Context: an optimization exercise on an open-source flow, tuned for small area, a short achievable clock period and few clock cycles. The choices shown serve that exercise and are no tape-out recipe. The RTL was checked by simulation tests, not by an equivalence proof against the original design. Power figures rest on the tool's default switching activity, not on a simulated workload.

==> inputs of v19 <==
==> flow/design.v <==
module cvu (
    input  wire        clk,
    input  wire        rst,       
    input  wire        req,
    input  wire        we,
    input  wire [3:0]  addr,      
    input  wire [31:0] wdata,
    output wire        ready,
    output reg         rvalid,
    output reg  [31:0] rdata
);
    localparam A_CFG      = 4'd0;
    localparam A_CTRL     = 4'd1;
    localparam A_POLY_LO  = 4'd2;
    localparam A_POLY_HI  = 4'd3;
    localparam A_INIT_LO  = 4'd4;
    localparam A_INIT_HI  = 4'd5;
    localparam A_VALUE_LO = 4'd6;
    localparam A_VALUE_HI = 4'd7;
    localparam A_RES_LO   = 4'd8;
    localparam A_RES_HI   = 4'd9;
    localparam A_DATA8    = 4'd10;
    localparam A_DATA16   = 4'd11;
    localparam A_DATA32   = 4'd12;
    integer i, j;
    reg  [5:0]  width;            
    reg         refin, refout, finv, mode;
    reg  [63:0] poly, init_v;     
    reg  [63:0] pa;               
    reg  [63:0] va;               
    reg  [5:0]  va_sh;
    reg         canon;            
    reg  [31:0] minv;             
    reg  [1:0]  bc;               
    reg         boot;             
    reg  [31:0] poly_lo_hold, init_lo_hold, value_lo_hold;
    reg         plh_ok, ilh_ok, vlh_ok;
    reg  [31:0] poly_hi_latch, init_hi_latch, value_hi_latch, res_hi_latch;
    reg         phl_ok, ihl_ok, vhl_ok, rhl_ok;
    reg         poly_ok, init_ok;
    reg         s_v;
    reg  [3:0]  s_a;
    reg  [31:0] s_d;              
    reg         s_feed, s_t8, s_t16, s_rd, s_res;
    reg         s_cfg, s_ctrl, s_phi, s_ihi, s_vhi, s_plo, s_ilo, s_vlo;
    reg         ready_r;
    assign ready = ready_r;
    wire acc = req && ready_r;
    wire reflect = !mode && refout;
    wire [5:0] va_want = mode ? 6'd0 : ~width;
    wire need_canon = s_feed || (s_res && reflect);
    wire blocked = need_canon && (!canon || (s_feed && !mode && boot));
    wire exec   = s_v && !blocked;
    wire conv   = s_v && need_canon && !canon;     
    wire conv_r = conv && va_sh != 6'd0;           
    wire conv_l = conv && va_sh == 6'd0;           
    wire w_cfg  = exec && s_cfg;
    wire w_ctrl = exec && s_ctrl;
    wire w_phi  = exec && s_phi;
    wire w_ihi  = exec && s_ihi;
    wire w_vhi  = exec && s_vhi;
    wire w_crc  = exec && s_feed && !mode;
    wire w_sum  = exec && s_feed && mode;
    wire rd     = exec && s_rd;
    wire [63:0] mask     = {64{1'b1}} >> ~width;
    wire [63:0] new_mask = {64{1'b1}} >> ~s_d[5:0];
    wire [6:0]  keep_top = {1'b0, va_sh} + {1'b0, s_d[5:0]};
    reg  [63:0] va_keep;
    always @* begin
        for (i = 0; i < 64; i = i + 1)
            va_keep[i] = (i <= keep_top);
    end
    reg  [31:0] lo_hold;
    always @* begin
        case (s_a[2:1])
            2'b01:   lo_hold = plh_ok ? poly_lo_hold : 32'd0;
            2'b10:   lo_hold = ilh_ok ? init_lo_hold : 32'd0;
            default: lo_hold = vlh_ok ? value_lo_hold : 32'd0;
        endcase
    end
    wire [63:0] hi_val = {s_d, lo_hold} & mask;
    reg  [63:0] va_rev;
    always @* begin
        for (i = 0; i < 64; i = i + 1)
            va_rev[i] = va[63 - i];
    end
    reg  [63:0] l_in;
    reg  [5:0]  l_amt;
    always @* begin
        if (conv_l) begin
            l_in = va;           l_amt = va_want;
        end else if (conv || s_rd) begin
            l_in = va_rev;       l_amt = va_sh;       
        end else if (s_cfg) begin
            l_in = poly_ok ? poly : 64'd0;   l_amt = ~s_d[5:0];
        end else if (s_ctrl) begin
            l_in = init_ok ? init_v : 64'd0; l_amt = va_want;
        end else begin
            l_in = hi_val;       l_amt = s_phi ? ~width : va_want;
        end
    end
    wire [63:0] l_out = l_in << l_amt;
    reg  [63:0] l_rev;
    always @* begin
        for (i = 0; i < 64; i = i + 1)
            l_rev[i] = l_out[63 - i];
    end
    wire [63:0] result = (reflect ? va_rev : l_rev) ^ (finv ? mask : 64'd0);
    reg  [31:0] vtop, mb;
    always @* begin
        for (i = 0; i < 32; i = i + 1) begin
            if (s_t8)
                vtop[i] = (i >= 24) ? va[87 - i] : 1'b0;
            else if (s_t16)
                vtop[i] = (i >= 16) ? va[79 - i] : 1'b0;
            else
                vtop[i] = va[63 - i];
        end
        if (boot) begin
            mb[0] = 1'b1;
            for (i = 1; i < 32; i = i + 1)
                mb[i] = pa[64 - i];
        end else begin
            mb = s_d ^ vtop;
        end
    end
    reg  [31:0] prod;
    reg  [31:0] pterm;
    always @* begin
        for (i = 0; i < 32; i = i + 1) begin
            pterm = 32'd0;
            for (j = 0; j <= i; j = j + 1)
                pterm[j] = minv[i - j] & mb[j];
            prod[i] = ^pterm;
        end
    end
    wire [31:0] t = prod;
    reg  [63:0] va_n, va_crc;
    reg  [32:0] vterm;
    always @* begin
        if (s_t8)
            va_n = va << 8;
        else if (s_t16)
            va_n = va << 16;
        else
            va_n = va << 32;
        for (i = 0; i < 64; i = i + 1) begin
            vterm = 33'd0;
            vterm[32] = va_n[i];
            for (j = 0; j < 32; j = j + 1)
                if (i - 31 + j >= 0)
                    vterm[j] = t[j] & pa[i - 31 + j];
            va_crc[i] = ^vterm;
        end
    end
    reg  [31:0] prod_sq;
    always @* begin
        prod_sq = 32'd0;
        for (i = 0; i < 16; i = i + 1)
            prod_sq[2 * i] = prod[i];
    end
    wire [8:0]  bsum01 = {1'b0, s_d[7:0]} + {1'b0, s_d[15:8]};
    wire [8:0]  bsum23 = {1'b0, s_d[23:16]} + {1'b0, s_d[31:24]};
    wire [9:0]  bsum   = {1'b0, bsum01} + {1'b0, bsum23};
    wire [10:0] sum_lo = {1'b0, va[9:0]} + {1'b0, bsum};
    wire [53:0] va_inc = va[63:10] + 54'd1;
    wire [63:0] va_sum = {sum_lo[10] ? va_inc : va[63:10], sum_lo[9:0]} & mask;
    wire       mode_n   = w_cfg ? s_d[12] : mode;
    wire       refin_n  = w_cfg ? s_d[8] : refin;
    wire       refout_n = w_cfg ? s_d[9] : refout;
    wire [5:0] width_n  = w_cfg ? s_d[5:0] : width;
    wire [5:0] va_sh_n  = (w_ctrl || w_vhi || conv_l) ? va_want : conv_r ? 6'd0 : va_sh;
    wire [5:0] va_want_n = mode_n ? 6'd0 : ~width_n;
    wire       canon_n  = va_sh_n == va_want_n;
    wire [1:0] bc_n     = (w_cfg || w_phi) ? 2'd3 : boot ? bc - 2'd1 : 2'd0;
    wire       boot_n   = w_cfg || w_phi || bc[1];
    wire       feed_blk_n = !canon_n || (!mode_n && boot_n);
    wire       res_blk_n  = !canon_n && !mode_n && refout_n;
    wire       stay     = s_v && !exec;
    wire       in_feed = we && (addr == A_DATA8 || addr == A_DATA16 || addr == A_DATA32);
    wire       in_res  = !we && addr == A_RES_LO;
    reg  [31:0] in_bits, in_d;
    always @* begin
        for (i = 0; i < 32; i = i + 1)
            in_bits[i] = (refin_n || mode_n) ? wdata[i] : wdata[(i & ~7) + 7 - (i & 7)];
        case (addr)
            A_DATA8:  in_d = {in_bits[7:0], 24'd0};
            A_DATA16: in_d = {in_bits[15:0], 16'd0};
            A_DATA32: in_d = in_bits;
            default:  in_d = wdata;
        endcase
    end
    wire [31:0] minv_start = {25'd0, l_out[63] ^ l_out[61], 1'b0,
                              l_out[63] ^ l_out[62], 1'b0, l_out[63], 1'b0, 1'b1};
    always @(posedge clk) begin
        if (acc) begin
            s_a    <= addr;
            s_d    <= in_d;
            s_feed <= in_feed;
            s_t8   <= addr == A_DATA8;
            s_t16  <= addr == A_DATA16;
            s_rd   <= !we;
            s_res  <= in_res;
            s_cfg  <= we && addr == A_CFG;
            s_ctrl <= we && addr == A_CTRL && wdata[0];
            s_phi  <= we && addr == A_POLY_HI;
            s_ihi  <= we && addr == A_INIT_HI;
            s_vhi  <= we && addr == A_VALUE_HI;
            s_plo  <= we && addr == A_POLY_LO;
            s_ilo  <= we && addr == A_INIT_LO;
            s_vlo  <= we && addr == A_VALUE_LO;
        end
    end
    always @(posedge clk) begin
        if (rst) begin
            width         <= 6'd31;
            refin         <= 1'b0;
            refout        <= 1'b0;
            finv          <= 1'b0;
            mode          <= 1'b0;
            poly_ok       <= 1'b0;
            init_ok       <= 1'b0;
            pa            <= 64'd0;
            va            <= 64'd0;
            va_sh         <= 6'd32;
            canon         <= 1'b1;
            minv          <= 32'd1;
            bc            <= 2'd0;
            boot          <= 1'b0;
            plh_ok        <= 1'b0;
            ilh_ok        <= 1'b0;
            vlh_ok        <= 1'b0;
            s_v           <= 1'b0;
            ready_r       <= 1'b1;
        end else begin
            if (acc)
                s_v <= 1'b1;
            else if (exec)
                s_v <= 1'b0;
            ready_r <= !((((acc && in_feed) || (stay && s_feed)) && feed_blk_n)
                      || (((acc && in_res) || (stay && !s_feed)) && res_blk_n));
            bc    <= bc_n;
            boot  <= boot_n;
            va_sh <= va_sh_n;
            canon <= canon_n;
            if (w_cfg || w_phi)
                minv <= minv_start;
            else if (bc == 2'd1)
                minv <= prod;
            else if (boot)
                minv <= prod_sq;
            if (w_cfg) begin
                width  <= s_d[5:0];
                refin  <= s_d[8];
                refout <= s_d[9];
                finv   <= s_d[10];
                mode   <= s_d[12];
            end
            if (w_cfg || w_phi)
                pa <= l_out;
            if (w_phi)
                poly_ok <= 1'b1;
            if (w_ihi)
                init_ok <= 1'b1;
            if (exec && s_plo)
                plh_ok <= 1'b1;
            else if (w_phi)
                plh_ok <= 1'b0;
            if (exec && s_ilo)
                ilh_ok <= 1'b1;
            else if (w_ihi)
                ilh_ok <= 1'b0;
            if (exec && s_vlo)
                vlh_ok <= 1'b1;
            else if (w_vhi)
                vlh_ok <= 1'b0;
            if (w_crc)
                va <= va_crc;
            else if (w_sum)
                va <= va_sum;
            else if (w_ctrl || w_vhi || conv_l)
                va <= l_out;
            else if (conv_r)
                va <= l_rev;
            else if (w_cfg)
                va <= va & va_keep;
        end
    end
    always @(posedge clk) begin
        if (w_cfg) begin
            poly   <= poly & new_mask;
            init_v <= init_v & new_mask;
        end
        if (w_phi)
            poly <= hi_val;
        if (w_ihi)
            init_v <= hi_val;
        if (exec && s_plo)
            poly_lo_hold <= s_d;
        if (exec && s_ilo)
            init_lo_hold <= s_d;
        if (exec && s_vlo)
            value_lo_hold <= s_d;
        if (rd) begin
            case (s_a)
                A_POLY_LO:  poly_hi_latch  <= poly[63:32];
                A_INIT_LO:  init_hi_latch  <= init_v[63:32];
                A_VALUE_LO: value_hi_latch <= l_rev[63:32];
                A_RES_LO:   res_hi_latch   <= result[63:32];
                default: ;
            endcase
            case (s_a)
                A_CFG:      rdata <= {19'd0, mode, 1'b0, finv, refout, refin, 2'd0, width};
                A_POLY_LO:  rdata <= poly_ok ? poly[31:0] : 32'd0;
                A_POLY_HI:  rdata <= phl_ok ? poly_hi_latch : 32'd0;
                A_INIT_LO:  rdata <= init_ok ? init_v[31:0] : 32'd0;
                A_INIT_HI:  rdata <= ihl_ok ? init_hi_latch : 32'd0;
                A_VALUE_LO: rdata <= l_rev[31:0];
                A_VALUE_HI: rdata <= vhl_ok ? value_hi_latch : 32'd0;
                A_RES_LO:   rdata <= result[31:0];
                A_RES_HI:   rdata <= rhl_ok ? res_hi_latch : 32'd0;
                default:    rdata <= 32'd0;
            endcase
        end
    end
    always @(posedge clk) begin
        if (rst) begin
            rvalid <= 1'b0;
            phl_ok <= 1'b0;
            ihl_ok <= 1'b0;
            vhl_ok <= 1'b0;
            rhl_ok <= 1'b0;
        end else begin
            rvalid <= rd;
            if (rd) begin
                case (s_a)
                    A_POLY_LO:  phl_ok <= poly_ok;
                    A_INIT_LO:  ihl_ok <= init_ok;
                    A_VALUE_LO: vhl_ok <= 1'b1;
                    A_RES_LO:   rhl_ok <= 1'b1;
                    default: ;
                endcase
            end
        end
    end
endmodule
==> flow/run.sh <==
#!/bin/bash
# synth_recipe.tcl (not shown) runs the flow's synth.tcl, then flattens the netlist and writes it again
# the make line also repeats each setting of config.mk as NAME=value (left out here)
make -C /OpenROAD-flow-scripts/flow DESIGN_CONFIG=/design/flow/config.mk WORK_HOME=/design/flow/orfs CLKGATE_MAP_FILE= SYNTH_SCRIPT=/design/flow/synth_recipe.tcl finish
==> flow/config.mk <==
export PLATFORM = sky130hd
export DESIGN_NAME = cvu
export DESIGN_NICKNAME = cvu
export VERILOG_FILES = /design/flow/design.v
export SDC_FILE = /design/flow/constraint.sdc
export NUM_CORES = 4
export LEC_CHECK = 0
export CAP_MARGIN = 20
export CORE_MARGIN = 2
export CORE_UTILIZATION = 30
export PLACE_DENSITY = 0.5
export SLEW_MARGIN = 20
==> flow/constraint.sdc <==
create_clock -name core_clock -period 24.0 [get_ports {clk}]
set_input_delay 4.8000 -clock core_clock [delete_from_list [all_inputs] [get_ports {clk}]]
set_output_delay 4.8000 -clock core_clock [all_outputs]
set_load 0.01 [all_outputs]
==> v23 (differences from v19) <==
--- a/flow/design.v
+++ b/flow/design.v
@@ -31,4 +31,5 @@
     reg  [5:0]  va_sh;
     reg         canon;            
+    reg         va_sh0;           
     reg  [31:0] minv;             
     reg  [1:0]  bc;               
@@ -53,6 +54,6 @@
     wire exec   = s_v && !blocked;
     wire conv   = s_v && need_canon && !canon;     
-    wire conv_r = conv && va_sh != 6'd0;           
-    wire conv_l = conv && va_sh == 6'd0;           
+    wire conv_r = conv && !va_sh0;                 
+    wire conv_l = conv && va_sh0;                  
     wire w_cfg  = exec && s_cfg;
     wire w_ctrl = exec && s_ctrl;
@@ -73,9 +74,7 @@
     reg  [31:0] lo_hold;
     always @* begin
-        case (s_a[2:1])
-            2'b01:   lo_hold = plh_ok ? poly_lo_hold : 32'd0;
-            2'b10:   lo_hold = ilh_ok ? init_lo_hold : 32'd0;
-            default: lo_hold = vlh_ok ? value_lo_hold : 32'd0;
-        endcase
+        lo_hold = ({32{s_phi && plh_ok}} & poly_lo_hold)
+                | ({32{s_ihi && ilh_ok}} & init_lo_hold)
+                | ({32{s_vhi && vlh_ok}} & value_lo_hold);
     end
     wire [63:0] hi_val = {s_d, lo_hold} & mask;
@@ -136,6 +135,33 @@
     end
     wire [31:0] t = prod;
-    reg  [63:0] va_n, va_crc;
-    reg  [32:0] vterm;
+    function [14:0] cm8(input [7:0] a, input [7:0] b);
+        integer x, y;
+        begin
+            cm8 = 15'd0;
+            for (x = 0; x < 8; x = x + 1)
+                for (y = 0; y < 8; y = y + 1)
+                    cm8[x + y] = cm8[x + y] ^ (a[x] & b[y]);
+        end
+    endfunction
+    function [30:0] cm16k(input [15:0] a, input [15:0] b);
+        reg [14:0] l, h, m;
+        begin
+            l = cm8(a[7:0], b[7:0]);
+            h = cm8(a[15:8], b[15:8]);
+            m = cm8(a[7:0] ^ a[15:8], b[7:0] ^ b[15:8]);
+            cm16k = {16'd0, l} ^ ({16'd0, m ^ l ^ h} << 8) ^ ({16'd0, h} << 16);
+        end
+    endfunction
+    function [15:0] lm16(input [15:0] a, input [15:0] b);    
+        integer x, y;
+        begin
+            lm16 = 16'd0;
+            for (x = 0; x < 16; x = x + 1)
+                for (y = 0; y + x < 16; y = y + 1)
+                    lm16[x + y] = lm16[x + y] ^ (a[x] & b[y]);
+        end
+    endfunction
+    reg  [63:0] va_n;
+    reg  [31:0] tp;
     always @* begin
         if (s_t8)
@@ -145,13 +171,15 @@
         else
             va_n = va << 32;
-        for (i = 0; i < 64; i = i + 1) begin
-            vterm = 33'd0;
-            vterm[32] = va_n[i];
-            for (j = 0; j < 32; j = j + 1)
-                if (i - 31 + j >= 0)
-                    vterm[j] = t[j] & pa[i - 31 + j];
-            va_crc[i] = ^vterm;
-        end
+        for (i = 0; i < 32; i = i + 1)
+            tp[i] = t[31 - i];
     end
+    wire [15:0] tp0 = tp[15:0], tp1 = tp[31:16];
+    wire [30:0] km_l  = cm16k(tp0, pa[15:0]);
+    wire [30:0] km_h  = cm16k(tp1, pa[31:16]);
+    wire [30:0] km_m  = cm16k(tp0 ^ tp1, pa[15:0] ^ pa[31:16]);
+    wire [30:0] km_lc = cm16k(tp0, pa[47:32]);
+    wire [15:0] km_x  = lm16(tp0, pa[63:48]) ^ lm16(tp1, pa[47:32]);
+    wire [63:0] va_crc = va_n ^ {33'd0, km_l} ^ ({33'd0, km_m ^ km_l ^ km_h} << 16)
+                       ^ ({33'd0, km_h} << 32) ^ {1'b0, km_lc, 32'd0} ^ {km_x, 48'd0};
     reg  [31:0] prod_sq;
     always @* begin
@@ -160,8 +188,35 @@
             prod_sq[2 * i] = prod[i];
     end
-    wire [8:0]  bsum01 = {1'b0, s_d[7:0]} + {1'b0, s_d[15:8]};
-    wire [8:0]  bsum23 = {1'b0, s_d[23:16]} + {1'b0, s_d[31:24]};
-    wire [9:0]  bsum   = {1'b0, bsum01} + {1'b0, bsum23};
-    wire [10:0] sum_lo = {1'b0, va[9:0]} + {1'b0, bsum};
+    wire [9:0]  cs_a = {2'd0, s_d[7:0]};
+    wire [9:0]  cs_b = {2'd0, s_d[15:8]};
+    wire [9:0]  cs_c = {2'd0, s_d[23:16]};
+    wire [9:0]  cs_d = {2'd0, s_d[31:24]};
+    wire [10:0] cs1_s = {1'b0, cs_a ^ cs_b ^ cs_c};
+    wire [10:0] cs1_c = {(cs_a & cs_b) | (cs_a & cs_c) | (cs_b & cs_c), 1'b0};
+    wire [10:0] cs2_s = cs1_s ^ cs1_c ^ {1'b0, cs_d};
+    wire [10:0] cs2_c = {(cs1_s[9:0] & cs1_c[9:0]) | (cs1_s[9:0] & cs_d) | (cs1_c[9:0] & cs_d), 1'b0};
+    wire [10:0] cs_v  = {1'b0, va[9:0]};
+    wire [10:0] cs3_s = cs2_s ^ cs2_c ^ cs_v;
+    wire [10:0] cs3_c = {(cs2_s[9:0] & cs2_c[9:0]) | (cs2_s[9:0] & cs_v[9:0]) | (cs2_c[9:0] & cs_v[9:0]), 1'b0};
+    reg  [10:0] pg_g, pg_p, sum_lo;
+    reg  [10:0] ng, np;
+    integer k;
+    always @* begin
+        pg_g = cs3_s & cs3_c;
+        pg_p = cs3_s ^ cs3_c;
+        for (k = 0; k < 4; k = k + 1) begin
+            ng = pg_g;
+            np = pg_p;
+            for (i = 0; i < 11; i = i + 1)
+                if ((i >> k) & 1) begin
+                    j = ((i >> k) << k) - 1;
+                    ng[i] = pg_g[i] | (pg_p[i] & pg_g[j]);
+                    np[i] = pg_p[i] & pg_p[j];
+                end
+            pg_g = ng;
+            pg_p = np;
+        end
+        sum_lo = (cs3_s ^ cs3_c) ^ {pg_g[9:0], 1'b0};
+    end
     wire [53:0] va_inc = va[63:10] + 54'd1;
     wire [63:0] va_sum = {sum_lo[10] ? va_inc : va[63:10], sum_lo[9:0]} & mask;
@@ -225,4 +280,5 @@
             va_sh         <= 6'd32;
             canon         <= 1'b1;
+            va_sh0        <= 1'b0;
             minv          <= 32'd1;
             bc            <= 2'd0;
@@ -244,4 +300,5 @@
             va_sh <= va_sh_n;
             canon <= canon_n;
+            va_sh0 <= va_sh_n == 6'd0;
             if (w_cfg || w_phi)
                 minv <= minv_start;
==> flow/flow/run.sh (new file) <==
#!/bin/bash
# Standard ORFS layout with two changes to how it is made (constraints are
# unchanged): the port buffers are buf_4 rather than the flow's default pick,
# and the repair_timing after CTS works towards a setup slack of
# SETUP_SLACK_MARGIN instead of 0.  Global and detailed routing then run as
# standard.
set -euo pipefail
PORTS="BUFFER_PORTS_ARGS=-buffer_cell sky130_fd_sc_hd__buf_4"
bash standard.sh "$PORTS" SETUP_SLACK_MARGIN=18 cts > orfs_make_cts.log 2>&1
bash standard.sh "$PORTS" finish > orfs_make_finish.log 2>&1
==> flow/standard.sh (new file) <==
#!/bin/bash
# synth_recipe.tcl (not shown) runs the flow's synth.tcl, then flattens the netlist and writes it again
# the make line also repeats each setting of config.mk as NAME=value (left out here)
make -C /OpenROAD-flow-scripts/flow DESIGN_CONFIG=/design/flow/config.mk WORK_HOME=/design/flow/orfs CLKGATE_MAP_FILE= SYNTH_SCRIPT=/design/flow/synth_recipe.tcl "${@:-finish}"
==> flow/config.mk (replaced) <==
export PLATFORM = sky130hd
export DESIGN_NAME = cvu
export DESIGN_NICKNAME = cvu
export VERILOG_FILES = /design/flow/design.v
export SDC_FILE = /design/flow/constraint.sdc
export NUM_CORES = 4
export LEC_CHECK = 0
export CAP_MARGIN = 30
export CORE_MARGIN = 2
export CORE_UTILIZATION = 45
export PLACE_DENSITY = 0.62
export SLEW_MARGIN = 30
removed: flow/run.sh
==> comparison table <==
quantity                                                                         v23                      v19
Fraction of layout instances using a drive strength above 1                    10.6%                    8.25%
Count of sequential standard cells                                               626                      625
Critical Path Source                                                           s_phi                   s_d[2]
Multi-input logic cell count                                                    7078                     7787
Syn-to-layout area delta                                                       10.8%                    9.66%
Final weighted congestion in routability-driven placement                       1.16                     1.07
Synth Area in Adders                                                           1.16%                    1.07%
Critical path depth in cells                                                      19                       21
Maximum cell stage delay along the critical path                             0.75 ns                  0.72 ns
Met2 wire len                                                              162000 µm                187000 µm
P_leak                                                                     0.0254 µW                0.0266 µW
Capture point of the worst path                                               va[39]                   va[14]
Number of buffers inserted to repair setup after CTS                              30                        0
Biggest fanout along the worst timing path                                        34                       24
Most frequent cell on the critical path                       sky130_fd_sc_hd__buf_4   sky130_fd_sc_hd__inv_1
Outcome                                                      complete, no violations  complete, no violations
Fraction of area in non-clock buffers                                          5.16%                    4.76%
Final worst slack                                                           17.26 ns                 16.49 ns
Multiplexer share of the synthesized area                                      3.52%                    3.44%
Startpoint of the worst register-to-register path                              s_phi                   s_d[2]
Overall routing resource usage                                                 50.3%                    35.8%
Destination of the worst register-to-register timing path                     va[39]                   va[14]
Testbench counts of v19, summed over its fixed seeds: cycles 3,538.
Testbench counts of v23, summed over its fixed seeds: cycles 3,538.

==> re-timing with driven ports <==
How much do the figures lean on ideal ports? The routed layouts below were timed once more, with nothing changed but the port constraints. Step 1 sets driving cells, clkbuf_16 on the clock port and buf_2 on the other inputs (assumed; they add their load-dependent delay and slew). Step 2 moves the port delays by t, midway between the first and last clock arrival at a register: inputs arrive t later, outputs are due t later. That takes back most of the time a late clock gives input paths. a / b / c = ideal / step 1 / step 2; a / b = the first two.
| run | shift t [ns] | setup WS [ns] | worst data-port slew with drivers (ns) |
|---|---|---|---|
| v19 | 0.819 | 16.493 / 16.493 / 16.493 | 0.20 |
| v23 | 0.813 | 17.259 / 17.259 / 17.169 | 0.05 |
After both steps setup and hold are still met in every run listed. For v23, which loses most, drivers alone change the setup slack by 0.000 ns; drivers and shift together by -0.090 ns.
